Context: an optimization exercise on an open-source flow, tuned for small area, a short achievable clock period and few clock cycles per item. The choices shown serve that exercise and are no tape-out recipe.
In this exercise RTL edits were held to simulation tests only and were not proved equivalent to the original.

<file path="design/flow/run.sh">
#!/bin/bash
# synth_recipe.tcl (not shown) runs the flow's synth.tcl, then flattens the netlist and writes it again
# the make line also repeats each setting of config.mk as NAME=value (left out here)
make -C /OpenROAD-flow-scripts/flow DESIGN_CONFIG=/design/flow/config.mk WORK_HOME=/design/flow/orfs CLKGATE_MAP_FILE= SYNTH_SCRIPT=/design/flow/synth_recipe.tcl finish
</file>
<file path="design/flow/config.mk">
export PLATFORM = sky130hd
export DESIGN_NAME = plate_backend
export DESIGN_NICKNAME = plate_backend
export VERILOG_FILES = /design/flow/design.v
export SDC_FILE = /design/flow/constraint.sdc
export NUM_CORES = 4
export LEC_CHECK = 0
export CAP_MARGIN = 20
export CORE_MARGIN = 2
export CORE_UTILIZATION = 40
export CTS_BUF_LIST = sky130_fd_sc_hd__clkbuf_4 sky130_fd_sc_hd__clkbuf_8 sky130_fd_sc_hd__clkbuf_16
export CTS_CLUSTER_DIAMETER = 80
export CTS_CLUSTER_SIZE = 24
export PLACE_DENSITY = 0.6
export SETUP_SLACK_MARGIN = 5
export SLEW_MARGIN = 20
export TNS_END_PERCENT = 5
</file>
<file path="design/flow/constraint.sdc">
create_clock -name core_clock -period 11.0 [get_ports {clk}]
set_input_delay 2.2000 -clock core_clock [delete_from_list [all_inputs] [get_ports {clk}]]
set_output_delay 2.2000 -clock core_clock [all_outputs]
set_load 0.01 [all_outputs]
</file>
<file path="design/flow/design.v">
module plate_backend (
    input  wire        clk,
    input  wire        rst,           
    input  wire        in_valid,
    output wire        in_ready,
    input  wire [15:0] in_v,          
    input  wire [15:0] in_gain_f,     
    input  wire [15:0] in_gain_u,     
    input  wire [15:0] in_ofs_f,      
    input  wire [15:0] in_ofs_u,      
    input  wire [15:0] in_master,     
    input  wire [15:0] in_knee,       
    input  wire        in_split,      
    input  wire        in_dark,       
    input  wire [3:0]  in_depth,      
    input  wire [1:0]  in_dither,     
    input  wire [2:0]  in_px,         
    input  wire [2:0]  in_py,         
    input  wire [2:0]  in_t,          
    input  wire        in_lim_en,     
    input  wire [15:0] in_lim,        
    output wire        out_valid,
    input  wire        out_ready,
    output wire [13:0] out_code
);
    localparam LAST = 18;
    localparam CAP  = 20;          
    localparam PW   = $clog2(CAP);
    localparam NW   = $clog2(CAP + 1);
    function [32:0] dstep16(input [16:0] r, input [15:0] q, input [16:0] dd);
        reg [17:0] tr, df;
        begin
            tr = {r, q[15]};
            df = tr - {1'b0, dd};
            dstep16 = df[17] ? {tr[16:0], q[14:0], 1'b0} : {df[16:0], q[14:0], 1'b1};
        end
    endfunction
    function [30:0] dstep14(input [16:0] r, input [13:0] q, input [16:0] dd);
        reg [17:0] tr, df;
        begin
            tr = {r, q[13]};
            df = tr - {1'b0, dd};
            dstep14 = df[17] ? {tr[16:0], q[12:0], 1'b0} : {df[16:0], q[12:0], 1'b1};
        end
    endfunction
    function [69:0] srt16(input [18:0] s, input [18:0] c, input [15:0] l,
                          input [15:0] n, input [16:0] dp);
        reg [19:0] ys, yc, x;
        reg [3:0]  e;
        reg        qp, qn;
        begin
            ys = {s, l[15]};
            yc = {c, 1'b0};
            e  = ys[19:16] + yc[19:16];
            qp = ~e[3];
            qn = e[3] & (e != 4'hF);
            x  = qp ? ~{3'b000, dp} : qn ? {3'b000, dp} : 20'd0;
            srt16 = {ys[18:0] ^ yc[18:0] ^ x[18:0],
                     (ys[17:0] & yc[17:0]) | (ys[17:0] & x[17:0]) | (yc[17:0] & x[17:0]), qp,
                     l[14:0], qp, n[14:0], qn};
        end
    endfunction
    function [65:0] srt14(input [18:0] s, input [18:0] c, input [13:0] l,
                          input [13:0] n, input [16:0] dp);
        reg [19:0] ys, yc, x;
        reg [3:0]  e;
        reg        qp, qn;
        begin
            ys = {s, l[13]};
            yc = {c, 1'b0};
            e  = ys[19:16] + yc[19:16];
            qp = ~e[3];
            qn = e[3] & (e != 4'hF);
            x  = qp ? ~{3'b000, dp} : qn ? {3'b000, dp} : 20'd0;
            srt14 = {ys[18:0] ^ yc[18:0] ^ x[18:0],
                     (ys[17:0] & yc[17:0]) | (ys[17:0] & x[17:0]) | (yc[17:0] & x[17:0]), qp,
                     l[12:0], qp, n[12:0], qn};
        end
    endfunction
    reg  [NW-1:0] cnt;                
    reg           rdy;
    wire          acc  = in_valid & rdy;
    wire          take;
    wire [NW-1:0] cnt_n = cnt + {{(NW-1){1'b0}}, acc} - {{(NW-1){1'b0}}, take};
    assign in_ready = rdy;
    always @(posedge clk) begin
        if (rst) begin
            cnt <= {NW{1'b0}};
            rdy <= 1'b0;
        end else begin
            cnt <= cnt_n;
            rdy <= (cnt_n < CAP);
        end
    end
    reg [LAST:1] ok;
    always @(posedge clk) begin
        if (rst) ok <= {LAST{1'b0}};
        else     ok <= {ok[LAST-1:1], acc};
    end
    reg  [15:0] gf_s1;
    reg  [15:0] gu_s1;
    reg  [15:0] of_s1;
    reg  [15:0] ou_s1;
    reg  [15:0] b_s1;
    reg  [15:0] k_s1;
    reg  [0:0] split_s1;
    reg  [0:0] dark_s1;
    reg  [15:0] v_s1;
    reg  [0:0] lim_en_s1;
    reg  [1:0] dith_s1;
    reg  [2:0] px_s1;
    reg  [2:0] py_s1;
    reg  [2:0] t_s1;
    reg  [15:0] lim_s1;
    reg  [3:0] d_s1;
    always @(posedge clk) begin
        gf_s1 <= in_gain_f;
        gu_s1 <= in_gain_u;
        of_s1 <= in_ofs_f;
        ou_s1 <= in_ofs_u;
        b_s1 <= in_master;
        k_s1 <= in_knee;
        split_s1 <= in_split;
        dark_s1 <= in_dark;
        v_s1 <= in_v;
        lim_en_s1 <= in_lim_en;
        dith_s1 <= in_dither;
        px_s1 <= in_px;
        py_s1 <= in_py;
        t_s1 <= in_t;
        lim_s1 <= in_lim;
        d_s1 <= in_depth;
    end
    wire [23:0] pgl = gf_s1 * gu_s1[7:0];
    wire [23:0] pgh = gf_s1 * gu_s1[15:8];
    wire [16:0] osum = {of_s1[15], of_s1} + {ou_s1[15], ou_s1};
    wire [15:0] o = (osum[16] != osum[15]) ? {osum[16], {15{~osum[16]}}} : osum[15:0];
    wire [0:0] bgek = b_s1 >= k_s1;
    wire [0:0] dv = split_s1 & ~bgek;
    wire [0:0] ns = ~split_s1;
    wire [16:0] den = dv ? {k_s1, 1'b0} : split_s1 ? {1'b0, b_s1} : 17'd65535;
    wire [0:0] zero = dark_s1 | (v_s1 == 16'd0);
    wire [0:0] clen = lim_en_s1 & ~dark_s1;
    wire [0:0] off = dith_s1 == 2'd0;
    wire [2:0] xy = px_s1 ^ py_s1;
    wire [8:0] idx = (dith_s1 == 2'd1) ? {xy[0], py_s1[0], xy[1], py_s1[1], xy[2], py_s1[2], 3'b100} : {t_s1[0], t_s1[1], t_s1[2], xy[0], py_s1[0], xy[1], py_s1[1], xy[2], py_s1[2]};
    wire [29:0] nlim = ({14'd0, lim_s1} << d_s1) - {14'd0, lim_s1};
    wire [30:0] nl2 = dv ? {nlim, 1'b0} : {1'b0, nlim};
    reg  [23:0] pgl_s2;
    reg  [23:0] pgh_s2;
    reg  [15:0] b_s2;
    reg  [15:0] v_s2;
    reg  [3:0] d_s2;
    reg  [30:0] nl2_s2;
    reg  [16:0] den_s2;
    reg  [15:0] o_s2;
    reg  [0:0] dv_s2;
    reg  [0:0] ns_s2;
    reg  [0:0] off_s2;
    reg  [8:0] idx_s2;
    reg  [0:0] zero_s2;
    reg  [0:0] clen_s2;
    always @(posedge clk) begin
        pgl_s2 <= pgl;
        pgh_s2 <= pgh;
        b_s2 <= b_s1;
        v_s2 <= v_s1;
        d_s2 <= d_s1;
        nl2_s2 <= nl2;
        den_s2 <= den;
        o_s2 <= o;
        dv_s2 <= dv;
        ns_s2 <= ns;
        off_s2 <= off;
        idx_s2 <= idx;
        zero_s2 <= zero;
        clen_s2 <= clen;
    end
    wire [31:0] pg = {8'd0, pgl_s2} + {pgh_s2, 8'd0} + 32'd16384;
    wire [15:0] g = pg[31] ? 16'hFFFF : pg[30:15];
    wire [0:0] fovf = nl2_s2[30:14] >= den_s2;
    wire [3:0] sh = den_s2[16] ? 4'd0 : den_s2[15] ? 4'd1 : den_s2[14] ? 4'd2 : den_s2[13] ? 4'd3 : den_s2[12] ? 4'd4 : den_s2[11] ? 4'd5 : den_s2[10] ? 4'd6 : den_s2[9] ? 4'd7 : 4'd8;
    wire [16:0] denp = den_s2 << sh;
    wire [30:0] nls = nl2_s2 << sh;
    reg  [15:0] b_s3;
    reg  [15:0] v_s3;
    reg  [3:0] d_s3;
    reg  [16:0] den_s3;
    reg  [30:0] nls_s3;
    reg  [15:0] g_s3;
    reg  [15:0] o_s3;
    reg  [0:0] dv_s3;
    reg  [0:0] ns_s3;
    reg  [3:0] sh_s3;
    reg  [16:0] denp_s3;
    reg  [0:0] fovf_s3;
    reg  [0:0] off_s3;
    reg  [8:0] idx_s3;
    reg  [0:0] zero_s3;
    reg  [0:0] clen_s3;
    always @(posedge clk) begin
        b_s3 <= b_s2;
        v_s3 <= v_s2;
        d_s3 <= d_s2;
        den_s3 <= den_s2;
        nls_s3 <= nls;
        g_s3 <= g;
        o_s3 <= o_s2;
        dv_s3 <= dv_s2;
        ns_s3 <= ns_s2;
        sh_s3 <= sh;
        denp_s3 <= denp;
        fovf_s3 <= fovf;
        off_s3 <= off_s2;
        idx_s3 <= idx_s2;
        zero_s3 <= zero_s2;
        clen_s3 <= clen_s2;
    end
    wire [18:0] f_S0 = {2'b00, nls_s3[30:14]};
    wire [18:0] f_C0 = 19'd0;
    wire [13:0] f_L0 = nls_s3[13:0];
    wire [13:0] f_N0 = 14'd0;
    wire [23:0] yll = v_s3 * g_s3[7:0];
    wire [23:0] ylh = v_s3 * g_s3[15:8];
    wire [65:0] f_x1 = srt14(f_S0, f_C0, f_L0, f_N0, denp_s3);
    wire [18:0] f_S1 = f_x1[65:47];
    wire [18:0] f_C1 = f_x1[46:28];
    wire [13:0] f_L1 = f_x1[27:14];
    wire [13:0] f_N1 = f_x1[13:0];
    wire [65:0] f_x2 = srt14(f_S1, f_C1, f_L1, f_N1, denp_s3);
    wire [18:0] f_S2 = f_x2[65:47];
    wire [18:0] f_C2 = f_x2[46:28];
    wire [13:0] f_L2 = f_x2[27:14];
    wire [13:0] f_N2 = f_x2[13:0];
    reg  [15:0] b_s4;
    reg  [3:0] d_s4;
    reg  [16:0] den_s4;
    reg  [15:0] g_s4;
    reg  [23:0] yll_s4;
    reg  [23:0] ylh_s4;
    reg  [15:0] o_s4;
    reg  [0:0] dv_s4;
    reg  [0:0] ns_s4;
    reg  [3:0] sh_s4;
    reg  [16:0] denp_s4;
    reg  [18:0] f_S2_s4;
    reg  [18:0] f_C2_s4;
    reg  [13:0] f_L2_s4;
    reg  [13:0] f_N2_s4;
    reg  [0:0] fovf_s4;
    reg  [0:0] off_s4;
    reg  [8:0] idx_s4;
    reg  [0:0] zero_s4;
    reg  [0:0] clen_s4;
    always @(posedge clk) begin
        b_s4 <= b_s3;
        d_s4 <= d_s3;
        den_s4 <= den_s3;
        g_s4 <= g_s3;
        yll_s4 <= yll;
        ylh_s4 <= ylh;
        o_s4 <= o_s3;
        dv_s4 <= dv_s3;
        ns_s4 <= ns_s3;
        sh_s4 <= sh_s3;
        denp_s4 <= denp_s3;
        f_S2_s4 <= f_S2;
        f_C2_s4 <= f_C2;
        f_L2_s4 <= f_L2;
        f_N2_s4 <= f_N2;
        fovf_s4 <= fovf_s3;
        off_s4 <= off_s3;
        idx_s4 <= idx_s3;
        zero_s4 <= zero_s3;
        clen_s4 <= clen_s3;
    end
    wire [33:0] yl = {10'd0, yll_s4} + {2'd0, ylh_s4, 8'd0} + {{3{o_s4[15]}}, o_s4, 15'd16384};
    wire [15:0] y = yl[33] ? 16'd0 : (yl[32:31] != 2'b00) ? 16'hFFFF : yl[30:15];
    wire [1:0] c1g = (g_s4 >= 16'd49152) ? 2'd2 : (g_s4 >= 16'd16384) ? 2'd1 : 2'd0;
    wire [16:0] y1s = {o_s4[15], o_s4} + {15'd0, c1g};
    wire [15:0] y1 = y1s[16] ? 16'd0 : y1s[15:0];
    wire [16:0] ma0 = dv_s4 ? {y, 1'b0} : {1'b0, y};
    wire [16:0] ma1 = dv_s4 ? {y1, 1'b0} : {1'b0, y1};
    wire [65:0] f_x3 = srt14(f_S2_s4, f_C2_s4, f_L2_s4, f_N2_s4, denp_s4);
    wire [18:0] f_S3 = f_x3[65:47];
    wire [18:0] f_C3 = f_x3[46:28];
    wire [13:0] f_L3 = f_x3[27:14];
    wire [13:0] f_N3 = f_x3[13:0];
    wire [65:0] f_x4 = srt14(f_S3, f_C3, f_L3, f_N3, denp_s4);
    wire [18:0] f_S4 = f_x4[65:47];
    wire [18:0] f_C4 = f_x4[46:28];
    wire [13:0] f_L4 = f_x4[27:14];
    wire [13:0] f_N4 = f_x4[13:0];
    reg  [15:0] b_s5;
    reg  [3:0] d_s5;
    reg  [16:0] den_s5;
    reg  [0:0] dv_s5;
    reg  [0:0] ns_s5;
    reg  [16:0] ma0_s5;
    reg  [16:0] ma1_s5;
    reg  [3:0] sh_s5;
    reg  [16:0] denp_s5;
    reg  [18:0] f_S4_s5;
    reg  [18:0] f_C4_s5;
    reg  [13:0] f_L4_s5;
    reg  [13:0] f_N4_s5;
    reg  [0:0] fovf_s5;
    reg  [0:0] off_s5;
    reg  [8:0] idx_s5;
    reg  [0:0] zero_s5;
    reg  [0:0] clen_s5;
    always @(posedge clk) begin
        b_s5 <= b_s4;
        d_s5 <= d_s4;
        den_s5 <= den_s4;
        dv_s5 <= dv_s4;
        ns_s5 <= ns_s4;
        ma0_s5 <= ma0;
        ma1_s5 <= ma1;
        sh_s5 <= sh_s4;
        denp_s5 <= denp_s4;
        f_S4_s5 <= f_S4;
        f_C4_s5 <= f_C4;
        f_L4_s5 <= f_L4;
        f_N4_s5 <= f_N4;
        fovf_s5 <= fovf_s4;
        off_s5 <= off_s4;
        idx_s5 <= idx_s4;
        zero_s5 <= zero_s4;
        clen_s5 <= clen_s4;
    end
    wire [16:0] madd = dv_s5 ? {1'b0, den_s5[16:1]} : ns_s5 ? 17'd32767 : 17'd0;
    wire [24:0] m0l = ma0_s5 * b_s5[7:0];
    wire [24:0] m0h = ma0_s5 * b_s5[15:8];
    wire [24:0] m1l = ma1_s5 * b_s5[7:0];
    wire [24:0] m1h = ma1_s5 * b_s5[15:8];
    wire [65:0] f_x5 = srt14(f_S4_s5, f_C4_s5, f_L4_s5, f_N4_s5, denp_s5);
    wire [18:0] f_S5 = f_x5[65:47];
    wire [18:0] f_C5 = f_x5[46:28];
    wire [13:0] f_L5 = f_x5[27:14];
    wire [13:0] f_N5 = f_x5[13:0];
    wire [65:0] f_x6 = srt14(f_S5, f_C5, f_L5, f_N5, denp_s5);
    wire [18:0] f_S6 = f_x6[65:47];
    wire [18:0] f_C6 = f_x6[46:28];
    wire [13:0] f_L6 = f_x6[27:14];
    wire [13:0] f_N6 = f_x6[13:0];
    reg  [3:0] d_s6;
    reg  [24:0] m0l_s6;
    reg  [24:0] m0h_s6;
    reg  [16:0] madd_s6;
    reg  [24:0] m1l_s6;
    reg  [24:0] m1h_s6;
    reg  [3:0] sh_s6;
    reg  [16:0] denp_s6;
    reg  [18:0] f_S6_s6;
    reg  [18:0] f_C6_s6;
    reg  [13:0] f_L6_s6;
    reg  [13:0] f_N6_s6;
    reg  [0:0] fovf_s6;
    reg  [0:0] off_s6;
    reg  [8:0] idx_s6;
    reg  [0:0] zero_s6;
    reg  [0:0] clen_s6;
    always @(posedge clk) begin
        d_s6 <= d_s5;
        m0l_s6 <= m0l;
        m0h_s6 <= m0h;
        madd_s6 <= madd;
        m1l_s6 <= m1l;
        m1h_s6 <= m1h;
        sh_s6 <= sh_s5;
        denp_s6 <= denp_s5;
        f_S6_s6 <= f_S6;
        f_C6_s6 <= f_C6;
        f_L6_s6 <= f_L6;
        f_N6_s6 <= f_N6;
        fovf_s6 <= fovf_s5;
        off_s6 <= off_s5;
        idx_s6 <= idx_s5;
        zero_s6 <= zero_s5;
        clen_s6 <= clen_s5;
    end
    wire [32:0] m0 = {8'd0, m0l_s6} + {m0h_s6, 8'd0} + {16'd0, madd_s6};
    wire [32:0] m1 = {8'd0, m1l_s6} + {m1h_s6, 8'd0} + {16'd0, madd_s6};
    wire [32:0] ms0 = m0 << sh_s6;
    wire [32:0] ms1 = m1 << sh_s6;
    wire [65:0] f_x7 = srt14(f_S6_s6, f_C6_s6, f_L6_s6, f_N6_s6, denp_s6);
    wire [18:0] f_S7 = f_x7[65:47];
    wire [18:0] f_C7 = f_x7[46:28];
    wire [13:0] f_L7 = f_x7[27:14];
    wire [13:0] f_N7 = f_x7[13:0];
    wire [65:0] f_x8 = srt14(f_S7, f_C7, f_L7, f_N7, denp_s6);
    wire [18:0] f_S8 = f_x8[65:47];
    wire [18:0] f_C8 = f_x8[46:28];
    wire [13:0] f_L8 = f_x8[27:14];
    wire [13:0] f_N8 = f_x8[13:0];
    reg  [3:0] d_s7;
    reg  [32:0] ms0_s7;
    reg  [32:0] ms1_s7;
    reg  [16:0] denp_s7;
    reg  [18:0] f_S8_s7;
    reg  [18:0] f_C8_s7;
    reg  [13:0] f_L8_s7;
    reg  [13:0] f_N8_s7;
    reg  [0:0] fovf_s7;
    reg  [0:0] off_s7;
    reg  [8:0] idx_s7;
    reg  [0:0] zero_s7;
    reg  [0:0] clen_s7;
    always @(posedge clk) begin
        d_s7 <= d_s6;
        ms0_s7 <= ms0;
        ms1_s7 <= ms1;
        denp_s7 <= denp_s6;
        f_S8_s7 <= f_S8;
        f_C8_s7 <= f_C8;
        f_L8_s7 <= f_L8;
        f_N8_s7 <= f_N8;
        fovf_s7 <= fovf_s6;
        off_s7 <= off_s6;
        idx_s7 <= idx_s6;
        zero_s7 <= zero_s6;
        clen_s7 <= clen_s6;
    end
    wire [18:0] a_S0 = {2'b00, ms0_s7[32:16]};
    wire [18:0] a_C0 = 19'd0;
    wire [15:0] a_L0 = ms0_s7[15:0];
    wire [15:0] a_N0 = 16'd0;
    wire [18:0] b_S0 = {2'b00, ms1_s7[32:16]};
    wire [18:0] b_C0 = 19'd0;
    wire [15:0] b_L0 = ms1_s7[15:0];
    wire [15:0] b_N0 = 16'd0;
    wire [65:0] f_x9 = srt14(f_S8_s7, f_C8_s7, f_L8_s7, f_N8_s7, denp_s7);
    wire [18:0] f_S9 = f_x9[65:47];
    wire [18:0] f_C9 = f_x9[46:28];
    wire [13:0] f_L9 = f_x9[27:14];
    wire [13:0] f_N9 = f_x9[13:0];
    wire [65:0] f_x10 = srt14(f_S9, f_C9, f_L9, f_N9, denp_s7);
    wire [18:0] f_S10 = f_x10[65:47];
    wire [18:0] f_C10 = f_x10[46:28];
    wire [13:0] f_L10 = f_x10[27:14];
    wire [13:0] f_N10 = f_x10[13:0];
    wire [69:0] a_x1 = srt16(a_S0, a_C0, a_L0, a_N0, denp_s7);
    wire [18:0] a_S1 = a_x1[69:51];
    wire [18:0] a_C1 = a_x1[50:32];
    wire [15:0] a_L1 = a_x1[31:16];
    wire [15:0] a_N1 = a_x1[15:0];
    wire [69:0] a_x2 = srt16(a_S1, a_C1, a_L1, a_N1, denp_s7);
    wire [18:0] a_S2 = a_x2[69:51];
    wire [18:0] a_C2 = a_x2[50:32];
    wire [15:0] a_L2 = a_x2[31:16];
    wire [15:0] a_N2 = a_x2[15:0];
    wire [69:0] b_x1 = srt16(b_S0, b_C0, b_L0, b_N0, denp_s7);
    wire [18:0] b_S1 = b_x1[69:51];
    wire [18:0] b_C1 = b_x1[50:32];
    wire [15:0] b_L1 = b_x1[31:16];
    wire [15:0] b_N1 = b_x1[15:0];
    wire [69:0] b_x2 = srt16(b_S1, b_C1, b_L1, b_N1, denp_s7);
    wire [18:0] b_S2 = b_x2[69:51];
    wire [18:0] b_C2 = b_x2[50:32];
    wire [15:0] b_L2 = b_x2[31:16];
    wire [15:0] b_N2 = b_x2[15:0];
    reg  [3:0] d_s8;
    reg  [16:0] denp_s8;
    reg  [18:0] f_S10_s8;
    reg  [18:0] f_C10_s8;
    reg  [13:0] f_L10_s8;
    reg  [13:0] f_N10_s8;
    reg  [18:0] a_S2_s8;
    reg  [18:0] a_C2_s8;
    reg  [15:0] a_L2_s8;
    reg  [15:0] a_N2_s8;
    reg  [18:0] b_S2_s8;
    reg  [18:0] b_C2_s8;
    reg  [15:0] b_L2_s8;
    reg  [15:0] b_N2_s8;
    reg  [0:0] fovf_s8;
    reg  [0:0] off_s8;
    reg  [8:0] idx_s8;
    reg  [0:0] zero_s8;
    reg  [0:0] clen_s8;
    always @(posedge clk) begin
        d_s8 <= d_s7;
        denp_s8 <= denp_s7;
        f_S10_s8 <= f_S10;
        f_C10_s8 <= f_C10;
        f_L10_s8 <= f_L10;
        f_N10_s8 <= f_N10;
        a_S2_s8 <= a_S2;
        a_C2_s8 <= a_C2;
        a_L2_s8 <= a_L2;
        a_N2_s8 <= a_N2;
        b_S2_s8 <= b_S2;
        b_C2_s8 <= b_C2;
        b_L2_s8 <= b_L2;
        b_N2_s8 <= b_N2;
        fovf_s8 <= fovf_s7;
        off_s8 <= off_s7;
        idx_s8 <= idx_s7;
        zero_s8 <= zero_s7;
        clen_s8 <= clen_s7;
    end
    wire [65:0] f_x11 = srt14(f_S10_s8, f_C10_s8, f_L10_s8, f_N10_s8, denp_s8);
    wire [18:0] f_S11 = f_x11[65:47];
    wire [18:0] f_C11 = f_x11[46:28];
    wire [13:0] f_L11 = f_x11[27:14];
    wire [13:0] f_N11 = f_x11[13:0];
    wire [65:0] f_x12 = srt14(f_S11, f_C11, f_L11, f_N11, denp_s8);
    wire [18:0] f_S12 = f_x12[65:47];
    wire [18:0] f_C12 = f_x12[46:28];
    wire [13:0] f_L12 = f_x12[27:14];
    wire [13:0] f_N12 = f_x12[13:0];
    wire [69:0] a_x3 = srt16(a_S2_s8, a_C2_s8, a_L2_s8, a_N2_s8, denp_s8);
    wire [18:0] a_S3 = a_x3[69:51];
    wire [18:0] a_C3 = a_x3[50:32];
    wire [15:0] a_L3 = a_x3[31:16];
    wire [15:0] a_N3 = a_x3[15:0];
    wire [69:0] a_x4 = srt16(a_S3, a_C3, a_L3, a_N3, denp_s8);
    wire [18:0] a_S4 = a_x4[69:51];
    wire [18:0] a_C4 = a_x4[50:32];
    wire [15:0] a_L4 = a_x4[31:16];
    wire [15:0] a_N4 = a_x4[15:0];
    wire [69:0] b_x3 = srt16(b_S2_s8, b_C2_s8, b_L2_s8, b_N2_s8, denp_s8);
    wire [18:0] b_S3 = b_x3[69:51];
    wire [18:0] b_C3 = b_x3[50:32];
    wire [15:0] b_L3 = b_x3[31:16];
    wire [15:0] b_N3 = b_x3[15:0];
    wire [69:0] b_x4 = srt16(b_S3, b_C3, b_L3, b_N3, denp_s8);
    wire [18:0] b_S4 = b_x4[69:51];
    wire [18:0] b_C4 = b_x4[50:32];
    wire [15:0] b_L4 = b_x4[31:16];
    wire [15:0] b_N4 = b_x4[15:0];
    reg  [3:0] d_s9;
    reg  [16:0] denp_s9;
    reg  [18:0] f_S12_s9;
    reg  [18:0] f_C12_s9;
    reg  [13:0] f_L12_s9;
    reg  [13:0] f_N12_s9;
    reg  [18:0] a_S4_s9;
    reg  [18:0] a_C4_s9;
    reg  [15:0] a_L4_s9;
    reg  [15:0] a_N4_s9;
    reg  [18:0] b_S4_s9;
    reg  [18:0] b_C4_s9;
    reg  [15:0] b_L4_s9;
    reg  [15:0] b_N4_s9;
    reg  [0:0] fovf_s9;
    reg  [0:0] off_s9;
    reg  [8:0] idx_s9;
    reg  [0:0] zero_s9;
    reg  [0:0] clen_s9;
    always @(posedge clk) begin
        d_s9 <= d_s8;
        denp_s9 <= denp_s8;
        f_S12_s9 <= f_S12;
        f_C12_s9 <= f_C12;
        f_L12_s9 <= f_L12;
        f_N12_s9 <= f_N12;
        a_S4_s9 <= a_S4;
        a_C4_s9 <= a_C4;
        a_L4_s9 <= a_L4;
        a_N4_s9 <= a_N4;
        b_S4_s9 <= b_S4;
        b_C4_s9 <= b_C4;
        b_L4_s9 <= b_L4;
        b_N4_s9 <= b_N4;
        fovf_s9 <= fovf_s8;
        off_s9 <= off_s8;
        idx_s9 <= idx_s8;
        zero_s9 <= zero_s8;
        clen_s9 <= clen_s8;
    end
    wire [65:0] f_x13 = srt14(f_S12_s9, f_C12_s9, f_L12_s9, f_N12_s9, denp_s9);
    wire [18:0] f_S13 = f_x13[65:47];
    wire [18:0] f_C13 = f_x13[46:28];
    wire [13:0] f_L13 = f_x13[27:14];
    wire [13:0] f_N13 = f_x13[13:0];
    wire [65:0] f_x14 = srt14(f_S13, f_C13, f_L13, f_N13, denp_s9);
    wire [18:0] f_S14 = f_x14[65:47];
    wire [18:0] f_C14 = f_x14[46:28];
    wire [13:0] f_L14 = f_x14[27:14];
    wire [13:0] f_N14 = f_x14[13:0];
    wire [69:0] a_x5 = srt16(a_S4_s9, a_C4_s9, a_L4_s9, a_N4_s9, denp_s9);
    wire [18:0] a_S5 = a_x5[69:51];
    wire [18:0] a_C5 = a_x5[50:32];
    wire [15:0] a_L5 = a_x5[31:16];
    wire [15:0] a_N5 = a_x5[15:0];
    wire [69:0] a_x6 = srt16(a_S5, a_C5, a_L5, a_N5, denp_s9);
    wire [18:0] a_S6 = a_x6[69:51];
    wire [18:0] a_C6 = a_x6[50:32];
    wire [15:0] a_L6 = a_x6[31:16];
    wire [15:0] a_N6 = a_x6[15:0];
    wire [69:0] b_x5 = srt16(b_S4_s9, b_C4_s9, b_L4_s9, b_N4_s9, denp_s9);
    wire [18:0] b_S5 = b_x5[69:51];
    wire [18:0] b_C5 = b_x5[50:32];
    wire [15:0] b_L5 = b_x5[31:16];
    wire [15:0] b_N5 = b_x5[15:0];
    wire [69:0] b_x6 = srt16(b_S5, b_C5, b_L5, b_N5, denp_s9);
    wire [18:0] b_S6 = b_x6[69:51];
    wire [18:0] b_C6 = b_x6[50:32];
    wire [15:0] b_L6 = b_x6[31:16];
    wire [15:0] b_N6 = b_x6[15:0];
    reg  [3:0] d_s10;
    reg  [16:0] denp_s10;
    reg  [18:0] f_S14_s10;
    reg  [18:0] f_C14_s10;
    reg  [13:0] f_L14_s10;
    reg  [13:0] f_N14_s10;
    reg  [18:0] a_S6_s10;
    reg  [18:0] a_C6_s10;
    reg  [15:0] a_L6_s10;
    reg  [15:0] a_N6_s10;
    reg  [18:0] b_S6_s10;
    reg  [18:0] b_C6_s10;
    reg  [15:0] b_L6_s10;
    reg  [15:0] b_N6_s10;
    reg  [0:0] fovf_s10;
    reg  [0:0] off_s10;
    reg  [8:0] idx_s10;
    reg  [0:0] zero_s10;
    reg  [0:0] clen_s10;
    always @(posedge clk) begin
        d_s10 <= d_s9;
        denp_s10 <= denp_s9;
        f_S14_s10 <= f_S14;
        f_C14_s10 <= f_C14;
        f_L14_s10 <= f_L14;
        f_N14_s10 <= f_N14;
        a_S6_s10 <= a_S6;
        a_C6_s10 <= a_C6;
        a_L6_s10 <= a_L6;
        a_N6_s10 <= a_N6;
        b_S6_s10 <= b_S6;
        b_C6_s10 <= b_C6;
        b_L6_s10 <= b_L6;
        b_N6_s10 <= b_N6;
        fovf_s10 <= fovf_s9;
        off_s10 <= off_s9;
        idx_s10 <= idx_s9;
        zero_s10 <= zero_s9;
        clen_s10 <= clen_s9;
    end
    wire [18:0] f_R = f_S14_s10 + f_C14_s10;
    wire [13:0] f_qa = f_L14_s10 - f_N14_s10;
    wire [13:0] f_qb = f_L14_s10 + ~f_N14_s10;
    wire [13:0] f_q14 = f_R[18] ? f_qb : f_qa;
    wire [69:0] a_x7 = srt16(a_S6_s10, a_C6_s10, a_L6_s10, a_N6_s10, denp_s10);
    wire [18:0] a_S7 = a_x7[69:51];
    wire [18:0] a_C7 = a_x7[50:32];
    wire [15:0] a_L7 = a_x7[31:16];
    wire [15:0] a_N7 = a_x7[15:0];
    wire [69:0] a_x8 = srt16(a_S7, a_C7, a_L7, a_N7, denp_s10);
    wire [18:0] a_S8 = a_x8[69:51];
    wire [18:0] a_C8 = a_x8[50:32];
    wire [15:0] a_L8 = a_x8[31:16];
    wire [15:0] a_N8 = a_x8[15:0];
    wire [69:0] b_x7 = srt16(b_S6_s10, b_C6_s10, b_L6_s10, b_N6_s10, denp_s10);
    wire [18:0] b_S7 = b_x7[69:51];
    wire [18:0] b_C7 = b_x7[50:32];
    wire [15:0] b_L7 = b_x7[31:16];
    wire [15:0] b_N7 = b_x7[15:0];
    wire [69:0] b_x8 = srt16(b_S7, b_C7, b_L7, b_N7, denp_s10);
    wire [18:0] b_S8 = b_x8[69:51];
    wire [18:0] b_C8 = b_x8[50:32];
    wire [15:0] b_L8 = b_x8[31:16];
    wire [15:0] b_N8 = b_x8[15:0];
    reg  [3:0] d_s11;
    reg  [16:0] denp_s11;
    reg  [18:0] a_S8_s11;
    reg  [18:0] a_C8_s11;
    reg  [15:0] a_L8_s11;
    reg  [15:0] a_N8_s11;
    reg  [18:0] b_S8_s11;
    reg  [18:0] b_C8_s11;
    reg  [15:0] b_L8_s11;
    reg  [15:0] b_N8_s11;
    reg  [0:0] fovf_s11;
    reg  [13:0] f_q14_s11;
    reg  [0:0] off_s11;
    reg  [8:0] idx_s11;
    reg  [0:0] zero_s11;
    reg  [0:0] clen_s11;
    always @(posedge clk) begin
        d_s11 <= d_s10;
        denp_s11 <= denp_s10;
        a_S8_s11 <= a_S8;
        a_C8_s11 <= a_C8;
        a_L8_s11 <= a_L8;
        a_N8_s11 <= a_N8;
        b_S8_s11 <= b_S8;
        b_C8_s11 <= b_C8;
        b_L8_s11 <= b_L8;
        b_N8_s11 <= b_N8;
        fovf_s11 <= fovf_s10;
        f_q14_s11 <= f_q14;
        off_s11 <= off_s10;
        idx_s11 <= idx_s10;
        zero_s11 <= zero_s10;
        clen_s11 <= clen_s10;
    end
    wire [69:0] a_x9 = srt16(a_S8_s11, a_C8_s11, a_L8_s11, a_N8_s11, denp_s11);
    wire [18:0] a_S9 = a_x9[69:51];
    wire [18:0] a_C9 = a_x9[50:32];
    wire [15:0] a_L9 = a_x9[31:16];
    wire [15:0] a_N9 = a_x9[15:0];
    wire [69:0] a_x10 = srt16(a_S9, a_C9, a_L9, a_N9, denp_s11);
    wire [18:0] a_S10 = a_x10[69:51];
    wire [18:0] a_C10 = a_x10[50:32];
    wire [15:0] a_L10 = a_x10[31:16];
    wire [15:0] a_N10 = a_x10[15:0];
    wire [69:0] b_x9 = srt16(b_S8_s11, b_C8_s11, b_L8_s11, b_N8_s11, denp_s11);
    wire [18:0] b_S9 = b_x9[69:51];
    wire [18:0] b_C9 = b_x9[50:32];
    wire [15:0] b_L9 = b_x9[31:16];
    wire [15:0] b_N9 = b_x9[15:0];
    wire [69:0] b_x10 = srt16(b_S9, b_C9, b_L9, b_N9, denp_s11);
    wire [18:0] b_S10 = b_x10[69:51];
    wire [18:0] b_C10 = b_x10[50:32];
    wire [15:0] b_L10 = b_x10[31:16];
    wire [15:0] b_N10 = b_x10[15:0];
    wire [13:0] top = (14'd1 << d_s11) - 14'd1;
    wire [13:0] cl = (fovf_s11 || f_q14_s11 > top) ? top : f_q14_s11;
    reg  [3:0] d_s12;
    reg  [16:0] denp_s12;
    reg  [18:0] a_S10_s12;
    reg  [18:0] a_C10_s12;
    reg  [15:0] a_L10_s12;
    reg  [15:0] a_N10_s12;
    reg  [18:0] b_S10_s12;
    reg  [18:0] b_C10_s12;
    reg  [15:0] b_L10_s12;
    reg  [15:0] b_N10_s12;
    reg  [0:0] off_s12;
    reg  [8:0] idx_s12;
    reg  [0:0] zero_s12;
    reg  [0:0] clen_s12;
    reg  [13:0] cl_s12;
    always @(posedge clk) begin
        d_s12 <= d_s11;
        denp_s12 <= denp_s11;
        a_S10_s12 <= a_S10;
        a_C10_s12 <= a_C10;
        a_L10_s12 <= a_L10;
        a_N10_s12 <= a_N10;
        b_S10_s12 <= b_S10;
        b_C10_s12 <= b_C10;
        b_L10_s12 <= b_L10;
        b_N10_s12 <= b_N10;
        off_s12 <= off_s11;
        idx_s12 <= idx_s11;
        zero_s12 <= zero_s11;
        clen_s12 <= clen_s11;
        cl_s12 <= cl;
    end
    wire [69:0] a_x11 = srt16(a_S10_s12, a_C10_s12, a_L10_s12, a_N10_s12, denp_s12);
    wire [18:0] a_S11 = a_x11[69:51];
    wire [18:0] a_C11 = a_x11[50:32];
    wire [15:0] a_L11 = a_x11[31:16];
    wire [15:0] a_N11 = a_x11[15:0];
    wire [69:0] a_x12 = srt16(a_S11, a_C11, a_L11, a_N11, denp_s12);
    wire [18:0] a_S12 = a_x12[69:51];
    wire [18:0] a_C12 = a_x12[50:32];
    wire [15:0] a_L12 = a_x12[31:16];
    wire [15:0] a_N12 = a_x12[15:0];
    wire [69:0] b_x11 = srt16(b_S10_s12, b_C10_s12, b_L10_s12, b_N10_s12, denp_s12);
    wire [18:0] b_S11 = b_x11[69:51];
    wire [18:0] b_C11 = b_x11[50:32];
    wire [15:0] b_L11 = b_x11[31:16];
    wire [15:0] b_N11 = b_x11[15:0];
    wire [69:0] b_x12 = srt16(b_S11, b_C11, b_L11, b_N11, denp_s12);
    wire [18:0] b_S12 = b_x12[69:51];
    wire [18:0] b_C12 = b_x12[50:32];
    wire [15:0] b_L12 = b_x12[31:16];
    wire [15:0] b_N12 = b_x12[15:0];
    reg  [3:0] d_s13;
    reg  [16:0] denp_s13;
    reg  [18:0] a_S12_s13;
    reg  [18:0] a_C12_s13;
    reg  [15:0] a_L12_s13;
    reg  [15:0] a_N12_s13;
    reg  [18:0] b_S12_s13;
    reg  [18:0] b_C12_s13;
    reg  [15:0] b_L12_s13;
    reg  [15:0] b_N12_s13;
    reg  [0:0] off_s13;
    reg  [8:0] idx_s13;
    reg  [0:0] zero_s13;
    reg  [0:0] clen_s13;
    reg  [13:0] cl_s13;
    always @(posedge clk) begin
        d_s13 <= d_s12;
        denp_s13 <= denp_s12;
        a_S12_s13 <= a_S12;
        a_C12_s13 <= a_C12;
        a_L12_s13 <= a_L12;
        a_N12_s13 <= a_N12;
        b_S12_s13 <= b_S12;
        b_C12_s13 <= b_C12;
        b_L12_s13 <= b_L12;
        b_N12_s13 <= b_N12;
        off_s13 <= off_s12;
        idx_s13 <= idx_s12;
        zero_s13 <= zero_s12;
        clen_s13 <= clen_s12;
        cl_s13 <= cl_s12;
    end
    wire [69:0] a_x13 = srt16(a_S12_s13, a_C12_s13, a_L12_s13, a_N12_s13, denp_s13);
    wire [18:0] a_S13 = a_x13[69:51];
    wire [18:0] a_C13 = a_x13[50:32];
    wire [15:0] a_L13 = a_x13[31:16];
    wire [15:0] a_N13 = a_x13[15:0];
    wire [69:0] a_x14 = srt16(a_S13, a_C13, a_L13, a_N13, denp_s13);
    wire [18:0] a_S14 = a_x14[69:51];
    wire [18:0] a_C14 = a_x14[50:32];
    wire [15:0] a_L14 = a_x14[31:16];
    wire [15:0] a_N14 = a_x14[15:0];
    wire [69:0] b_x13 = srt16(b_S12_s13, b_C12_s13, b_L12_s13, b_N12_s13, denp_s13);
    wire [18:0] b_S13 = b_x13[69:51];
    wire [18:0] b_C13 = b_x13[50:32];
    wire [15:0] b_L13 = b_x13[31:16];
    wire [15:0] b_N13 = b_x13[15:0];
    wire [69:0] b_x14 = srt16(b_S13, b_C13, b_L13, b_N13, denp_s13);
    wire [18:0] b_S14 = b_x14[69:51];
    wire [18:0] b_C14 = b_x14[50:32];
    wire [15:0] b_L14 = b_x14[31:16];
    wire [15:0] b_N14 = b_x14[15:0];
    reg  [3:0] d_s14;
    reg  [16:0] denp_s14;
    reg  [18:0] a_S14_s14;
    reg  [18:0] a_C14_s14;
    reg  [15:0] a_L14_s14;
    reg  [15:0] a_N14_s14;
    reg  [18:0] b_S14_s14;
    reg  [18:0] b_C14_s14;
    reg  [15:0] b_L14_s14;
    reg  [15:0] b_N14_s14;
    reg  [0:0] off_s14;
    reg  [8:0] idx_s14;
    reg  [0:0] zero_s14;
    reg  [0:0] clen_s14;
    reg  [13:0] cl_s14;
    always @(posedge clk) begin
        d_s14 <= d_s13;
        denp_s14 <= denp_s13;
        a_S14_s14 <= a_S14;
        a_C14_s14 <= a_C14;
        a_L14_s14 <= a_L14;
        a_N14_s14 <= a_N14;
        b_S14_s14 <= b_S14;
        b_C14_s14 <= b_C14;
        b_L14_s14 <= b_L14;
        b_N14_s14 <= b_N14;
        off_s14 <= off_s13;
        idx_s14 <= idx_s13;
        zero_s14 <= zero_s13;
        clen_s14 <= clen_s13;
        cl_s14 <= cl_s13;
    end
    wire [69:0] a_x15 = srt16(a_S14_s14, a_C14_s14, a_L14_s14, a_N14_s14, denp_s14);
    wire [18:0] a_S15 = a_x15[69:51];
    wire [18:0] a_C15 = a_x15[50:32];
    wire [15:0] a_L15 = a_x15[31:16];
    wire [15:0] a_N15 = a_x15[15:0];
    wire [69:0] a_x16 = srt16(a_S15, a_C15, a_L15, a_N15, denp_s14);
    wire [18:0] a_S16 = a_x16[69:51];
    wire [18:0] a_C16 = a_x16[50:32];
    wire [15:0] a_L16 = a_x16[31:16];
    wire [15:0] a_N16 = a_x16[15:0];
    wire [69:0] b_x15 = srt16(b_S14_s14, b_C14_s14, b_L14_s14, b_N14_s14, denp_s14);
    wire [18:0] b_S15 = b_x15[69:51];
    wire [18:0] b_C15 = b_x15[50:32];
    wire [15:0] b_L15 = b_x15[31:16];
    wire [15:0] b_N15 = b_x15[15:0];
    wire [69:0] b_x16 = srt16(b_S15, b_C15, b_L15, b_N15, denp_s14);
    wire [18:0] b_S16 = b_x16[69:51];
    wire [18:0] b_C16 = b_x16[50:32];
    wire [15:0] b_L16 = b_x16[31:16];
    wire [15:0] b_N16 = b_x16[15:0];
    reg  [3:0] d_s15;
    reg  [18:0] a_S16_s15;
    reg  [18:0] a_C16_s15;
    reg  [15:0] a_L16_s15;
    reg  [15:0] a_N16_s15;
    reg  [18:0] b_S16_s15;
    reg  [18:0] b_C16_s15;
    reg  [15:0] b_L16_s15;
    reg  [15:0] b_N16_s15;
    reg  [0:0] off_s15;
    reg  [8:0] idx_s15;
    reg  [0:0] zero_s15;
    reg  [0:0] clen_s15;
    reg  [13:0] cl_s15;
    always @(posedge clk) begin
        d_s15 <= d_s14;
        a_S16_s15 <= a_S16;
        a_C16_s15 <= a_C16;
        a_L16_s15 <= a_L16;
        a_N16_s15 <= a_N16;
        b_S16_s15 <= b_S16;
        b_C16_s15 <= b_C16;
        b_L16_s15 <= b_L16;
        b_N16_s15 <= b_N16;
        off_s15 <= off_s14;
        idx_s15 <= idx_s14;
        zero_s15 <= zero_s14;
        clen_s15 <= clen_s14;
        cl_s15 <= cl_s14;
    end
    wire [18:0] a_R = a_S16_s15 + a_C16_s15;
    wire [15:0] a_qa = a_L16_s15 - a_N16_s15;
    wire [15:0] a_qb = a_L16_s15 + ~a_N16_s15;
    wire [15:0] a_q16 = a_R[18] ? a_qb : a_qa;
    wire [18:0] b_R = b_S16_s15 + b_C16_s15;
    wire [15:0] b_qa = b_L16_s15 - b_N16_s15;
    wire [15:0] b_qb = b_L16_s15 + ~b_N16_s15;
    wire [15:0] b_q16 = b_R[18] ? b_qb : b_qa;
    reg  [3:0] d_s16;
    reg  [0:0] off_s16;
    reg  [8:0] idx_s16;
    reg  [15:0] a_q16_s16;
    reg  [15:0] b_q16_s16;
    reg  [0:0] zero_s16;
    reg  [0:0] clen_s16;
    reg  [13:0] cl_s16;
    always @(posedge clk) begin
        d_s16 <= d_s15;
        off_s16 <= off_s15;
        idx_s16 <= idx_s15;
        a_q16_s16 <= a_q16;
        b_q16_s16 <= b_q16;
        zero_s16 <= zero_s15;
        clen_s16 <= clen_s15;
        cl_s16 <= cl_s15;
    end
    wire [15:0] th = off_s16 ? 16'h7FFF : {idx_s16, 7'h3F};
    wire [29:0] n0 = ({14'd0, a_q16_s16} << d_s16) - {14'd0, a_q16_s16} + {14'd0, th};
    wire [29:0] n1 = ({14'd0, b_q16_s16} << d_s16) - {14'd0, b_q16_s16} + {14'd0, th};
    reg  [29:0] n0_s17;
    reg  [29:0] n1_s17;
    reg  [0:0] zero_s17;
    reg  [0:0] clen_s17;
    reg  [13:0] cl_s17;
    always @(posedge clk) begin
        n0_s17 <= n0;
        n1_s17 <= n1;
        zero_s17 <= zero_s16;
        clen_s17 <= clen_s16;
        cl_s17 <= cl_s16;
    end
    wire [13:0] code0 = n0_s17[29:16] + {13'd0, ({3'd0, n0_s17[29:16]} + {1'b0, n0_s17[15:0]}) >= 17'd65535};
    wire [13:0] code1 = n1_s17[29:16] + {13'd0, ({3'd0, n1_s17[29:16]} + {1'b0, n1_s17[15:0]}) >= 17'd65535};
    reg  [0:0] zero_s18;
    reg  [0:0] clen_s18;
    reg  [13:0] code0_s18;
    reg  [13:0] cl_s18;
    reg  [13:0] code1_s18;
    always @(posedge clk) begin
        zero_s18 <= zero_s17;
        clen_s18 <= clen_s17;
        code0_s18 <= code0;
        cl_s18 <= cl_s17;
        code1_s18 <= code1;
    end
    wire [13:0] res = zero_s18 ? 14'd0 : (clen_s18 && code0_s18 > cl_s18) ? ((code1_s18 <= cl_s18) ? cl_s18 : 14'd0) : code0_s18;
    reg [13:0]   oreg;
    reg          ovld;
    reg [13:0]   fifo [0:CAP-2];
    reg [PW-1:0] wp, rp;
    reg [NW-1:0] fcnt;
    wire         wr    = ok[LAST];
    wire         load  = ~ovld | out_ready;
    wire         fne   = (fcnt != {NW{1'b0}});
    wire         bypass = load & ~fne;
    wire         push  = wr & ~bypass;
    wire         pop   = load & fne;
    assign out_valid = ovld;
    assign out_code  = oreg;
    assign take      = ovld & out_ready;
    always @(posedge clk) begin
        if (push) fifo[wp] <= res;
        if (load) oreg <= fne ? fifo[rp] : res;
        if (rst) begin
            ovld <= 1'b0;
            wp   <= {PW{1'b0}};
            rp   <= {PW{1'b0}};
            fcnt <= {NW{1'b0}};
        end else begin
            if (load) ovld <= fne | wr;
            if (push) wp <= (wp == CAP - 2) ? {PW{1'b0}} : wp + 1'b1;
            if (pop)  rp <= (rp == CAP - 2) ? {PW{1'b0}} : rp + 1'b1;
            fcnt <= fcnt + {{(NW-1){1'b0}}, push} - {{(NW-1){1'b0}}, pop};
        end
    end
endmodule
</file>
==> results of run 1 <==
==> cell usage in the layout (no fill, tap or decap), types with 24 or more instances in the layout <==
| master | Yosys | routed |
|---|---|---|
| dfxtp_1 | 2848 | 2832 |
| fa_1 | 1524 | 1524 |
| inv_1 | 1376 | 1373 |
| nand2_1 | 1354 | 1352 |
| ha_1 | 1107 | 1107 |
| nor2_1 | 803 | 798 |
| a21oi_1 | 789 | 789 |
| o21ai_0 | 697 | 696 |
| and2_1 | 644 | 644 |
| xnor2_1 | 413 | 410 |
| edfxtp_1 | 280 | 280 |
| mux2i_1 | 243 | 243 |
| xor2_1 | 210 | 210 |
| a21o_1 | 193 | 193 |
| clkbuf_16 | 0 | 180 |
| clkdlybuf4s50_1 | 0 | 165 |
| buf_4 | 2 | 140 |
| nand3_1 | 136 | 136 |
| nor3_1 | 95 | 95 |
| mux4_2 | 90 | 90 |
| nor2b_1 | 77 | 77 |
| nand2b_1 | 64 | 64 |
| a31oi_1 | 63 | 62 |
| o21a_1 | 59 | 59 |
| a211oi_1 | 59 | 58 |
| o21bai_1 | 45 | 45 |
| mux2_2 | 40 | 40 |
| and3_1 | 40 | 40 |
| nand4_1 | 34 | 34 |
| or2_2 | 29 | 29 |
| or3_1 | 26 | 26 |
| o211ai_1 | 25 | 25 |
| nor4_1 | 26 | 24 |
==> worst max-delay path: cells and delay by family (launching register included) <==
kind / cells / cell delay, ps
flip-flops: 1 / 740
buffers and inverters: 3 / 140
AO/OA/AOI/OAI: 7 / 1950
AND/OR/NAND/NOR: 2 / 290
adder cells (fa/ha/maj): 5 / 2310
XOR/XNOR: 1 / 140
==> logic make-up (layout without fill, tap and decap cells) <==
family / count (synthesis) / after routing
xor gates and xnor gates: 626 / 626
buffers and inverters: 1946 / 1954
and+or+nand+nor: 3384 / 3384
AOI/OAI and AO/OA: 2210 / 2210
adders and majority gates: 2632 / 2632
muxes: 373 / 373
DFF: 3128 / 3128
other: 0 / 4
==> cell type report <==
class / instances / area, sq um / share of cell area (%)
Clock inverter: 65 / 983.4 / 0.5814
Tap cell: 5197 / 6502 / 3.844
Sequential cell: 3128 / 65450 / 38.69
Multi-Input combinational cell: 9225 / 83610 / 49.43
Clock buffer: 203 / 4702 / 2.780
Inverter: 1379 / 5184 / 3.064
Timing Repair inverter: 1 / 5.005 / 0.002959
Antenna cell: 4 / 10.01 / 0.005917
Timing Repair Buffer: 306 / 2714 / 1.604
==> synth_stat cells (all sizes together), types with 12 or more instances <==
master | number | share of area [%]
a2111oi | 12 | 0.075
a211oi | 59 | 0.28
a21boi | 18 | 0.086
a21o | 193 | 0.93
a21oi | 804 | 2.6
a22o | 14 | 0.078
a31oi | 63 | 0.25
and2 | 644 | 2.6
and3 | 40 | 0.16
buf | 85 | 0.22
clkbuf | 482 | 1.2
dfxtp | 2848 | 36
edfxtp | 280 | 5.4
fa | 1524 | 20
ha | 1107 | 8.9
inv | 1376 | 3.3
mux2 | 40 | 0.29
mux2i | 243 | 1.6
mux4 | 90 | 1.3
nand2 | 1354 | 3.3
nand2b | 64 | 0.26
nand3 | 136 | 0.44
nand4 | 34 | 0.14
nor2 | 805 | 1.9
nor2b | 77 | 0.31
nor3 | 96 | 0.31
nor3b | 13 | 0.062
nor4 | 26 | 0.10
o2111ai | 15 | 0.084
o211a | 13 | 0.083
o211ai | 26 | 0.13
o21a | 59 | 0.28
o21ai | 708 | 2.3
o21bai | 45 | 0.22
o22ai | 21 | 0.084
o31a | 23 | 0.13
o31ai | 18 | 0.095
or2 | 32 | 0.13
or3 | 26 | 0.10
xnor2 | 415 | 2.3
xor2 | 211 | 1.2
==> per-layer routing <==
metal	up-vias	routed length, um
met2	1715	158600
met1	45670	157800
li1	46358	-
met3	424	13390
met4	4	8564
met5	-	27
==> repair_timing <==
| item | CTS | global route |
|---|---|---|
| setup buffers | 0 | 2 |
| resized for setup | 1 | 14 |
| setup endpoints to repair | 34 | 77 |
| endpoints found under the hold margin | 0 | 0 |
| gates cloned | 0 | 1 |
==> path summary, 6_finish.rpt <==
check / startpoint / to / slack, ps / cells past startpoint
hold reg to reg: o_s2[1] / o_s3[1] / 200 / 0
setup reg to reg: g_s3[2] / yll_s4[23] / 5350 / 18
hold / removal: o_s2[1] / o_s3[1] / 200 / 0
setup / recovery: g_s3[2] / yll_s4[23] / 5350 / 18
==> registers in the layout, indices dropped and copies added, names as in the netlist, 24 cells and up, named ones only <==
signal  count
m1l_s6     25
nl2_s2     31
nls_s3     31
pgh_s2     24
n1_s17     30
m0l_s6     25
ylh_s4     24
ms1_s7     33
n0_s17     30
m1h_s6     25
m0h_s6     25
ms0_s7     33
fifo      266
==> impl_metrics.env, run 1 <==
export IMPL_status="no timing/DRC/antenna violations"
export IMPL_num_rows=229
export IMPL_grt_pass1_wl_mm=544.2
export IMPL_ys_warnings_count=1
export IMPL_htree_levels=4
export IMPL_ys_types=96
export IMPL_synth_area_sq_mm=0.1562
export IMPL_dpl_cell_area_sq_mm=0.1634
export IMPL_crit_path_max_incr_delay_ps=740
export IMPL_place_ws_ps=4599
export IMPL_final_setup_worst_slack_ps=5348
export IMPL_dr_pass1_iters=6
export IMPL_rsz0062_at_grt="yes"
export IMPL_drv_slew=0
export IMPL_num_vias=94171
export IMPL_fillers=36914
export IMPL_io_buffers=165
export IMPL_tritoncts="done"
export IMPL_ios=166
export IMPL_cp_arrival_ps=6390
export IMPL_wire_per_inst_um=17.35
export IMPL_area_growth_pct=8.262
export IMPL_synth_simple_area_share_pct=9.982
export IMPL_fmaxAchievable_ghz=0.1769
export IMPL_hold_violations=0
export IMPL_synth_compound_area_share_pct=8.390
export IMPL_coreArea_sq_mm=0.3891
export IMPL_crit_path_end_kind="register"
export IMPL_use_met2_pct=29.08
export IMPL_synthArstFlopShare_pct=0
export IMPL_synth_xor_area_share_pct=3.523
export IMPL_synth_top_family_by_area="adder cells"
export IMPL_synth_seq_area_share_pct=41.87
export IMPL_antenna_left=0
export IMPL_first_global_vias=96552
export IMPL_antenna_found_initial=19
export IMPL_synth_mux_area_share_pct=3.142
export IMPL_synth_flop_cell="dfxtp_1"
export IMPL_use_met3_pct=1.879
export IMPL_slew_headroom_pct=27.66
export IMPL_tns_ps=0
export IMPL_layout_nets=17001
export IMPL_dieArea_sq_mm=0.3956
export IMPL_fp_dieH_um=629
export IMPL_critical_path_cell_chain="nand2_1 > fa_1 > fa_1 > inv_1 > fa_1 > inv_1 > fa_1 > inv_1 > ha_1 > o21a_1 > o31ai_1 > a2111oi_2 > o2111ai_1 > a31oi_1 > nor4_1 > o41ai_1 > a21oi_1 > xnor2_1"
export IMPL_final_core_util_pct=43.47
export IMPL_crit_type="reg2reg"
export IMPL_clkTransAtPathRegs_ps=90
export IMPL_hold_class="reg2reg"
export IMPL_syn_nets=17080
export IMPL_dpl_hpwl_mm=263.4
export IMPL_cpMaxStageDelayCell="dfxtp_1"
export IMPL_top_usage_layer="met2"
export IMPL_layout_cells_non_filler=19508
export IMPL_skew_ps=129.4
export IMPL_crit_fanout=16
export IMPL_crit_top_cell="fa_1"
export IMPL_vias_per_cell=4.827
export IMPL_synthCells=14299
export IMPL_postCtsHoldBufs=0
export IMPL_grt_usage_pct=17.12
export IMPL_period_needed_ps=5652
export IMPL_final_area_sq_mm=0.1692
export IMPL_drtIter0Drc=5494
export IMPL_syn_mean_instance_area_sq_um=10.93
export IMPL_use_met1_pct=23.36
export IMPL_drive_gt1_share_pct=4.578
export IMPL_routed_wl_mm=338.5
export IMPL_cap_violations=0
export IMPL_fin_crit_sh_pct=51.39
export IMPL_synth_adder_area_share_pct=28.40
export IMPL_tightestPinTransition_ps=1085
export IMPL_cts_buffer_depth=4
export IMPL_holdWs_ps=202.4
export IMPL_cts_buffers=179
export IMPL_place_congestion=0.8403
export IMPL_grt_max_degree=88
export IMPL_clkLatencyLatePin_ps=940
export IMPL_crit_path_start_kind="register"
export IMPL_synth_edff_count=280
export IMPL_finalSetupViolations=0
export IMPL_grt_ovfl_total=0
export IMPL_cts_root_buf="clkbuf_16"
export IMPL_dp_cells=19233
export IMPL_ys_ff_latch=3128
export IMPL_clock_sinks=3128
export IMPL_dieWidth_um=629
export IMPL_drcViolationCount=0
export IMPL_crit_required_ps=11740
export IMPL_start_util_pct=40.16
Testbench counts, summed over its fixed seeds: cycles 3,352, items 3,200.
==> run 2, diff against run 1 <==
--- a/design/flow/config.mk
+++ b/design/flow/config.mk
@@ -14,4 +14,3 @@
 export PLACE_DENSITY = 0.6
 export SETUP_SLACK_MARGIN = 5
 export SLEW_MARGIN = 20
-export TNS_END_PERCENT = 5
==> run 2 against run 1 <==
  * Final cell count hardly changed
  * Critical endpoint unchanged
  * Largest cell class unchanged
  * Count of clock-buffer cells in the layout stayed put
  * Worst setup slack better by 40 ps
  * First-iteration DRC count is 1.2% lower
==> impl_metrics.env, run 2 <==
export IMPL_cp_arrival_ps=6350
export IMPL_synth_flop_cell="dfxtp_1"
export IMPL_synth_edff_count=280
export IMPL_top_usage_layer="met2"
export IMPL_htree_levels=4
export IMPL_ys_ff_latch=3128
export IMPL_synth_xor_area_share_pct=3.523
export IMPL_synth_top_family_by_area="adder cells"
export IMPL_crit_fanout=16
export IMPL_drcViolationCount=0
export IMPL_hold_end="o_s3[1]"
export IMPL_crit_path_max_incr_delay_ps=550
export IMPL_use_met3_pct=1.879
export IMPL_synth_top_area_share_pct=36.49
export IMPL_dieWidth_um=629
export IMPL_grt_ovfl_total=0
export IMPL_finalSetupViolations=0
export IMPL_coreArea_sq_mm=0.3891
export IMPL_tns_ps=0
export IMPL_drive_gt1_share_pct=4.606
export IMPL_synth_area_leaders="dfxtp_1, fa_1, ha_1"
export IMPL_synth_common_cells="dfxtp_1, fa_1, inv_1, nand2_1, ha_1"
export IMPL_cts_root_buf="clkbuf_16"
export IMPL_synth_mux_area_share_pct=3.142
export IMPL_critical_path_cell_chain="and2_1 > fa_1 > inv_1 > fa_1 > inv_1 > fa_1 > inv_1 > fa_1 > inv_1 > ha_1 > o21a_1 > o31ai_1 > a2111oi_2 > o2111ai_1 > a31oi_1 > nor4_1 > o41ai_1 > a21oi_1 > xnor2_1"
export IMPL_start_util_pct=40.16
export IMPL_dp_cells=19233
export IMPL_worstReg2RegEnd="yll_s4[23]"
export IMPL_synth_seq_area_share_pct=41.87
export IMPL_min_path_cells=0
export IMPL_area_growth_pct=8.268
export IMPL_crit_path_start_kind="register"
export IMPL_reg2reg_slack_ps=5390
export IMPL_hold_violations=0
export IMPL_dpl_cell_area_sq_mm=0.1634
export IMPL_slew_headroom_pct=27.96
export IMPL_tritoncts="done"
export IMPL_skew_ps=129.7
export IMPL_cpMaxStageDelayCell="dfxtp_1"
export IMPL_top_regs="fifo x266, ms0_s7 x33, ms1_s7 x33"
export IMPL_dpl_hpwl_mm=263.4
export IMPL_syn_mean_instance_area_sq_um=10.93
export IMPL_place_ws_ps=4599
export IMPL_tightestPinTransition_ps=1081
export IMPL_layout_cells_non_filler=19507
export IMPL_first_global_vias=96552
export IMPL_hp_start="o_s2[1]"
export IMPL_place_congestion=0.8403
export IMPL_fin_crit_sh_pct=51.03
export IMPL_final_area_sq_mm=0.1692
export IMPL_syn_nets=17080
export IMPL_final_core_util_pct=43.48
export IMPL_yosys_area_top_type="dfxtp_1"
export IMPL_yosysMostFrequentCell="dfxtp_1"
export IMPL_period_needed_ps=5613
export IMPL_largest_register_ffs=266
export IMPL_ys_warnings_count=1
export IMPL_synth_compound_area_share_pct=8.390
export IMPL_drv_slew=0
export IMPL_dr_pass1_iters=8
export IMPL_crit_path_end_kind="register"
export IMPL_crit_required_ps=11740
export IMPL_dieArea_sq_mm=0.3956
export IMPL_num_rows=229
export IMPL_ys_types=96
export IMPL_cts_buffer_depth=4
export IMPL_grt_pass1_wl_mm=544.2
export IMPL_grt_max_degree=88
export IMPL_clock_sinks=3128
export IMPL_layout_nets=17001
export IMPL_io_buffers=165
export IMPL_status="no timing/DRC/antenna violations"
export IMPL_reg2reg_depth=19
export IMPL_use_met1_pct=23.36
export IMPL_clkTransAtPathRegs_ps=90
export IMPL_fmaxAchievable_ghz=0.1782
export IMPL_cap_violations=0
export IMPL_vias_per_cell=4.827
export IMPL_synth_area_sq_mm=0.1562
export IMPL_clkLatencyLatePin_ps=940
export IMPL_crit_type="reg2reg"
export IMPL_synthCells=14299
export IMPL_num_vias=94165
export IMPL_grt_usage_pct=17.12
export IMPL_final_cell_mix="dfxtp_1, fa_1, inv_1"
export IMPL_use_met2_pct=29.08
export IMPL_synthArstFlopShare_pct=0
export IMPL_cts_buffers=179
export IMPL_antenna_found_initial=19
export IMPL_r2r_start="v_s3[6]"
export IMPL_hold_class="reg2reg"
export IMPL_antenna_left=0
export IMPL_ios=166
export IMPL_synth_adder_area_share_pct=28.40
export IMPL_largest_register="fifo"
export IMPL_drtIter0Drc=5426
export IMPL_synth_simple_area_share_pct=9.982
export IMPL_fp_dieH_um=629
export IMPL_rsz0062_at_grt="no"
export IMPL_final_common_cell="dfxtp_1"
export IMPL_routed_wl_mm=338.2
export IMPL_holdWs_ps=202.2
export IMPL_wire_per_inst_um=17.34
export IMPL_final_setup_worst_slack_ps=5387
run 2: changes by cell type in the layout (fill, tap and decap cells not counted):
cell,before,now
a2111oi_0,10,9
buf_6,1,2
dfxtp_2,14,17
buf_4,140,139
nand2_1,1352,1351
nand2_2,2,3
dfxtp_1,2832,2829
a2111oi_1,0,1
diode_2,4,3
run 2: area by class of cell:
class                   instances  area [sq um]
diodes                          3         7.507
clock buffers                 203          4702
clock inverters                65         983.4
fillers                     36915        219900
inverters                    1379          5184
multi-input cells            9225         83620
flip-flops and latches       3128         65450
well taps                    5197          6502
repair buffers                306          2718
repair inverters                1         5.005
run 2: per-layer routing:
metal | share of wire [%] | vias up
li1 | - | 46357
met3 | 3.9 | 420
met4 | 2.5 | 4
met2 | 47 | 1702
met1 | 47 | 45682
met5 | 0.0080 | -
run 2: worst max path at each step:
stage	startpoint	end	slack [ps]	cells after the start
final	v_s3[6]	yll_s4[23]	5390	19
after global routing	v_s3[3]	ylh_s4[22]	5000	18
after CTS	b_S2_s8[16]	b_S4_s9[10]	5010	19
after detailed placement	b_S2_s8[16]	b_S4_s9[10]	4600	19
after global placement	b_S2_s8[16]	b_S4_s9[9]	4340	19
after floorplan	d_s16[0]	n1_s17[28]	5870	22
run 2: kinds of logic (layout without fill, tap and decap cells):
| family | count (synthesis) | count (layout) |
|---|---|---|
| AO/OA/AOI/OAI | 2210 | 2210 |
| buffers and inverters | 1946 | 1954 |
| flip-flops | 3128 | 3128 |
| multiplexers | 373 | 373 |
| XOR/XNOR | 626 | 626 |
| adder cells (fa/ha/maj) | 2632 | 2632 |
| other | 0 | 3 |
| AND/OR/NAND/NOR | 3384 | 3384 |
run 2: worst max-delay path: cells and delay by family (launching register included):
kind                       cells  cell delay (ps)
and+or+nand+nor                2              410
xor gates and xnor gates       1              140
buffers and inverters          4              190
adders and majority gates      5             2270
DFF                            1              550
AOI/OAI and AO/OA              7             1940
run 2: timing repair:
action | in CTS | in global routing
gates resized for setup | 1 | 20
cloned | 0 | 1
hold buffers | 0 | 0
setup buffers | 0 | 2
endpoints found under the setup margin | 34 | 77

-- port drivers added, routing unchanged --
The flow's constraints put no driver on any port. The routed layouts listed below were extracted and timed again, unchanged, in two steps. Step 1: set_driving_cell puts a clkbuf_16 on clk and a buf_2 on each other input, an assumption about the parent block. Step 2 moves the port delays by t, midway between the first and last clock arrival at a register: inputs arrive t later, outputs are due t later. That takes back most of the time a late clock gives input paths. Slacks: ideal ports / drivers / drivers and shift; pairs: ideal ports / drivers.
| run | shift t [ns] | slack for setup (ns) | hold slack, ns | slew at the worst register clock pin (ns) | pins driven straight from the clock port |
|---|---|---|---|---|---|
| run 1 | 0.994 | 5.348 / 5.348 / 5.348 | 0.202 / 0.202 / 0.202 | 0.10 / 0.10 | 1 |
| run 2 | 0.996 | 5.387 / 5.387 / 5.387 | 0.202 / 0.202 / 0.202 | 0.10 / 0.10 | 1 |
After both steps setup and hold are still met in every run listed.
